From an optimization exercise on the open Yosys and OpenROAD flow, aimed at small area, a short achievable clock period and few clock cycles per item; shortcuts taken in it are not production practice. Function was checked by simulation only, so behaviour that the tests miss may differ from the original.

== delta ==
// neuron_visit
module neuron_visit (
    input  wire        clk,
    input  wire        rst,
    input  wire        cfg_wide,       
    input  wire [6:0]  cfg_step,       
    input  wire        pop_reset,      
    input  wire        pop_clocked,    
    input  wire [3:0]  pop_refract,    
    input  wire [22:0] pop_theta,      
    input  wire [23:0] pop_rest,       
    input  wire [7:0]  pop_d,          
    input  wire [15:0] pop_bias,       
    input  wire        pop_gated,      
    output wire [6:0]  f_addr,
    input  wire [24:0] f_data,
    input  wire        in_valid,
    output wire        in_ready,
    input  wire [63:0] in_rec,
    input  wire [31:0] in_acc,
    input  wire [31:0] in_late,
    input  wire        in_touched,
    output wire        out_valid,
    input  wire        out_ready,
    output wire [63:0] out_rec,
    output wire [3:0]  out_n,
    output wire        out_rest,
    output wire        out_refr_drop,
    output wire        out_gated,
    output wire        out_sat,
    output wire        out_clip
);
==> flow/config.mk <==
export PLATFORM = sky130hd
export DESIGN_NAME = neuron_visit
export DESIGN_NICKNAME = neuron_visit
export VERILOG_FILES = /design/flow/design.v
export SDC_FILE = /design/flow/constraint.sdc
export NUM_CORES = 4
export LEC_CHECK = 0
export ABC_CLOCK_PERIOD_IN_PS = 6000
export CAP_MARGIN = 20
export CORE_MARGIN = 2
export CORE_UTILIZATION = 50
export SLEW_MARGIN = 20
==> flow/constraint.sdc <==
create_clock -name core_clock -period 24.0 [get_ports {clk}]
set_input_delay 4.8000 -clock core_clock [delete_from_list [all_inputs] [get_ports {clk}]]
set_output_delay 4.8000 -clock core_clock [all_outputs]
set_load 0.01 [all_outputs]
standard.sh (not shown) runs the stock make flow with config.mk's settings and CLKGATE_MAP_FILE= SYNTH_SCRIPT=/design/flow/synth_recipe.tcl, a recipe that flattens the netlist after the stock synthesis.
==> flow/flow/run.sh <==
#!/bin/bash
# Standard layout, with two changes to how it is made (the SDC is unchanged):
# repair_timing is asked for extra setup slack so that the layout is optimised
# toward the period the design can reach, and the port buffers are plain
# buffers (buf_1) rather than the smallest-drive cell buffer_ports picks.
set -euo pipefail
MARGIN=$(cat flow/margin.txt)
bash standard.sh SETUP_SLACK_MARGIN=$MARGIN "BUFFER_PORTS_ARGS=-buffer_cell sky130_fd_sc_hd__buf_1" finish > flow_standard.log 2>&1
==> flow/flow/margin.txt <==
17.75
Testbench counts of delta, summed over its fixed seeds: cycles 16,384, items 16,000.
Input changes introduced in epsilon (baseline for comparison: delta):
==> flow/flow/margin.txt <==
17.85
Cmp epsilon vs delta: count of plain and timing-repair buffers in the layout lower in epsilon. From delta to epsilon the numbers moved as follows: sequential share of layout area now sits at about the same level, total detailed-routing wirelength now sits higher, routability-driven placement congestion ratio now sits lower, count of unresolved DRC violations after routing now sits at about the same level. Reported for delta and epsilon, synthesized-area fraction occupied by xor and xnor cells turned out identical to the last digit. From delta to epsilon the numbers moved as follows: buffers inserted during post-CTS setup optimization went down by 1, footprint of the flip-flops and latches was more or less identical, wire length of the first global-routing pass went up by about 0.46%.


Starting RTL as in the previous note.
Settings: LEC_CHECK=0, ABC_CLOCK_PERIOD_IN_PS=6000, CAP_MARGIN=10, CORE_MARGIN=2, CORE_UTILIZATION=50, SLEW_MARGIN=10; clock period 24.0 ns.
==> flow/flow/margin.txt <==
17.85
Scripts as last shown in full above: flow/flow/run.sh
Testbench counts at the start, summed over its fixed seeds: cycles 16,384, items 16,000.
==> next run, changes <==
- CAP_MARGIN: 10 -> 20
- PLACE_DENSITY: default -> 0.75
- SLEW_MARGIN: 10 -> 20
What happened: Die area does not change. Routed wire length fell by 3.2%. Final cell count fell by 0.51%. Global-route usage fell by 0.82 points. Cell area fell by 0.66%. Setup slack degrades by 0.0058 ns. Via count rose by 0.99%.


## before
Starting RTL as in the previous note.
clock: 24.0 ns
lec_check: 0
abc_clock_period_in_ps: 6000
cap_margin: 20
core_margin: 2
core_utilization: 50
cts_cluster_diameter: 80
cts_cluster_size: 25
slew_margin: 20
==> flow/flow/margin.txt <==
17.95
Scripts as last shown in full above: flow/flow/run.sh
before completed end to end with timing, DRC and antenna clean.
Testbench counts of before, summed over its fixed seeds: cycles 16,384, items 16,000.
Relative to before, the following input files were edited for after:
# before
export LEC_CHECK = 0
export ABC_CLOCK_PERIOD_IN_PS = 6000
export CAP_MARGIN = 20
export CORE_MARGIN = 2
export CORE_UTILIZATION = 50
export CTS_CLUSTER_DIAMETER = 80
export CTS_CLUSTER_SIZE = 25
export SLEW_MARGIN = 20
create_clock -name core_clock -period 24.0 [get_ports {clk}]
# after
export LEC_CHECK = 0
export ABC_CLOCK_PERIOD_IN_PS = 6000
export CAP_MARGIN = 20
export CORE_MARGIN = 2
export CORE_UTILIZATION = 50
export CTS_CLUSTER_DIAMETER = 60
export CTS_CLUSTER_SIZE = 10
export SLEW_MARGIN = 20
create_clock -name core_clock -period 24.0 [get_ports {clk}]
Notes after the runs:
- Higher clock tree cell share of total cell area was reported by after, not before.
- Lower register-to-register slack among after and before: after
- after ends up with a met1 layer wirelength in the final routing that is 440 µm lower than in before.
- From before to after, number of distinct library cells after synthesis did not move at all.


== v38 ==
neuron_visit, a different RTL version from the one above (not shown whole).
Size: ~5,600 cells after synthesis, roughly 670 flip-flops, roughly 330 I/O pins, roughly 0.058 mm2 of cells after synthesis.
## neuron_visit
module neuron_visit (
    input  wire        clk,
    input  wire        rst,
    input  wire        cfg_wide,       
    input  wire [6:0]  cfg_step,       
    input  wire        pop_reset,      
    input  wire        pop_clocked,    
    input  wire [3:0]  pop_refract,    
    input  wire [22:0] pop_theta,      
    input  wire [23:0] pop_rest,       
    input  wire [7:0]  pop_d,          
    input  wire [15:0] pop_bias,       
    input  wire        pop_gated,      
    output wire [6:0]  f_addr,
    input  wire [24:0] f_data,
    input  wire        in_valid,
    output wire        in_ready,
    input  wire [63:0] in_rec,
    input  wire [31:0] in_acc,
    input  wire [31:0] in_late,
    input  wire        in_touched,
    output wire        out_valid,
    input  wire        out_ready,
    output wire [63:0] out_rec,
    output wire [3:0]  out_n,
    output wire        out_rest,
    output wire        out_refr_drop,
    output wire        out_gated,
    output wire        out_sat,
    output wire        out_clip
);
    reg               c_wide;
    reg        [6:0]  c_step;
    reg               c_reset;
    reg               c_clocked;
    reg        [3:0]  c_refract;
    reg        [22:0] c_theta;
    reg        [24:0] c_th3;       
    reg        [23:0] c_rest;
    reg        [23:0] c_rsat;      
    reg        [7:0]  c_d;
    reg        [15:0] c_bias;      
    reg               c_gated;
    reg               c_vge;       
    always @(posedge clk) begin
        c_wide    <= cfg_wide;
        c_step    <= cfg_step;
        c_reset   <= pop_reset;
        c_clocked <= pop_clocked;
        c_refract <= pop_refract;
        c_theta   <= pop_theta;
        c_th3     <= {2'b00, c_theta} + {1'b0, c_theta, 1'b0};
        c_rest    <= pop_rest;
        c_rsat    <= rest_sat;
        c_d       <= pop_d;
        c_bias    <= pop_clocked ? pop_bias : 16'd0;
        c_gated   <= pop_gated;
        c_vge     <= cfg_wide | (pop_theta[22:15] == 8'd0);
    end
    reg adv_r;      
    reg ir_r;       
    reg o_v, s_v;   
    reg p1_ok, p2_ok, p3_ok, p4_ok;
    wire pop    = o_v & out_ready;
    wire push   = adv_r & p4_ok;
    wire accept = adv_r;    
    wire [1:0] cnt_n = {1'b0, o_v} + {1'b0, s_v} - {1'b0, pop} + {1'b0, push};
    always @(posedge clk) begin
        if (rst) begin
            adv_r <= 1'b1;
  ...
clock: 24.0 ns
lec_check: 0
abc_clock_period_in_ps: 6000
cap_margin: 20
core_margin: 2
core_utilization: 50
slew_margin: 20
==> flow/flow/run.sh <==
#!/bin/bash
# Standard layout, with repair_timing asked for extra setup slack so that the
# layout is optimised toward the period the design can reach (the SDC is unchanged).
set -euo pipefail
MARGIN=$(cat flow/margin.txt)
bash standard.sh SETUP_SLACK_MARGIN=$MARGIN finish > flow_standard.log 2>&1
==> flow/flow/margin.txt <==
17
Testbench counts of v38, summed over its fixed seeds: cycles 16,320, items 16,000.
Edits applied to the flow inputs when going from v38 to v11:
==> flow/run.sh (new file) <==
#!/bin/bash
# synth_recipe.tcl (not shown) runs the flow's synth.tcl, then flattens the netlist and writes it again
# the make line also repeats each setting of config.mk as NAME=value (left out here)
make -C /OpenROAD-flow-scripts/flow DESIGN_CONFIG=/design/flow/config.mk WORK_HOME=/design/flow/orfs CLKGATE_MAP_FILE= SYNTH_SCRIPT=/design/flow/synth_recipe.tcl finish
removed: flow/flow/run.sh
removed: flow/flow/margin.txt
removed: flow/standard.sh
Results
Comparing v38 with v11, the number of multi-input logic gates came out essentially unchanged. v11 vs. v38: global-route wire length before repair now sits lower; average instance area after synthesis held steady.


Another version of the RTL of neuron_visit (not shown whole).
Size: about 5600 cells after synthesis, ~730 flip-flops, ~330 I/O pins, roughly 59000 um^2 of cells after synthesis.
export LEC_CHECK = 0
export ABC_CLOCK_PERIOD_IN_PS = 6000
export CAP_MARGIN = 20
export CORE_MARGIN = 2
export CORE_UTILIZATION = 50
export SLEW_MARGIN = 20
create_clock -name core_clock -period 24.0 [get_ports {clk}]
==> flow/flow/run.sh <==
#!/bin/bash
# Standard layout, with two changes to how it is made (the SDC is unchanged):
# repair_timing is asked for extra setup slack so that the layout is optimised
# toward the period the design can reach, and the port buffers are plain
# buffers (buf_1) rather than the smallest-drive cell buffer_ports picks.
set -euo pipefail
MARGIN=$(cat flow/margin.txt)
bash standard.sh SETUP_SLACK_MARGIN=$MARGIN "BUFFER_PORTS_ARGS=-buffer_cell sky130_fd_sc_hd__buf_1" finish > flow_standard.log 2>&1
==> flow/flow/margin.txt <==
17.7
Testbench counts at the start, summed over its fixed seeds: cycles 16,384, items 16,000.
Next try:
==> flow/flow/run.sh (replaced) <==
#!/bin/bash
# Standard layout, with repair_timing asked for extra setup slack so that the
# layout is optimised toward the period the design can reach (the SDC is unchanged).
set -euo pipefail
MARGIN=$(cat flow/margin.txt)
bash standard.sh SETUP_SLACK_MARGIN=$MARGIN finish > flow_standard.log 2>&1
The new run passed the timing, design-rule and antenna checks.
Maximum frequency drops by 0.44%.
Count of clock-buffer cells in the layout is lower by 4.
Routed wire length climbs by 1.4%.
Global-route usage increases by 0.42 points.
Clock skew is lower by 56 ps.
Sequential share of layout area drops by 0.75 points.

==> static timing again, ports no longer ideal <==
No port has a modelled driver above. Below, the same layouts with a new extraction and two added sets of constraints.
Step 1 (the two cells are an assumption about what drives the block):
set clk [get_ports {clk}]
set_driving_cell -lib_cell sky130_fd_sc_hd__clkbuf_16 $clk
set_driving_cell -lib_cell sky130_fd_sc_hd__buf_2 [delete_from_list [all_inputs] $clk]
Step 2 moves the port delays by t, midway between the first and last clock arrival at a register: inputs arrive t later, outputs are due t later. That takes back most of the time a late clock gives input paths.
Three values: no drivers, after step 1, after step 2; two values: the first two.
run	t, ns	setup slack, ns	worst hold slack (ns)	worst data-port slew with drivers (ns)
delta	0.758	17.893 / 17.827 / 17.192	0.413 / 0.413 / 0.413	0.10
epsilon	0.732	17.883 / 17.807 / 17.285	0.361 / 0.361 / 0.361	0.05
the first run of note 2	0.752	17.911 / 17.834 / 17.266	0.416 / 0.416 / 0.416	0.05
the second run of note 2	0.764	17.905 / 17.830 / 17.256	0.400 / 0.400 / 0.400	0.05
before	0.742	17.884 / 17.805 / 17.355	0.401 / 0.401 / 0.401	0.06
after	0.771	17.863 / 17.786 / 17.330	0.412 / 0.412 / 0.412	0.06
v38	0.737	16.935 / 16.935 / 16.816	0.396 / 0.396 / 0.396	0.07
v11	0.756	13.784 / 13.784 / 13.784	0.414 / 0.414 / 0.414	0.08
the first run of note 5	0.742	17.784 / 17.784 / 17.173	0.402 / 0.402 / 0.402	0.08
the second run of note 5	0.753	17.756 / 17.699 / 17.056	0.401 / 0.401 / 0.401	0.08
After both steps every run listed still meets setup and hold. For delta, which loses most, drivers alone change the setup slack by -0.066 ns; drivers and shift together by -0.701 ns.
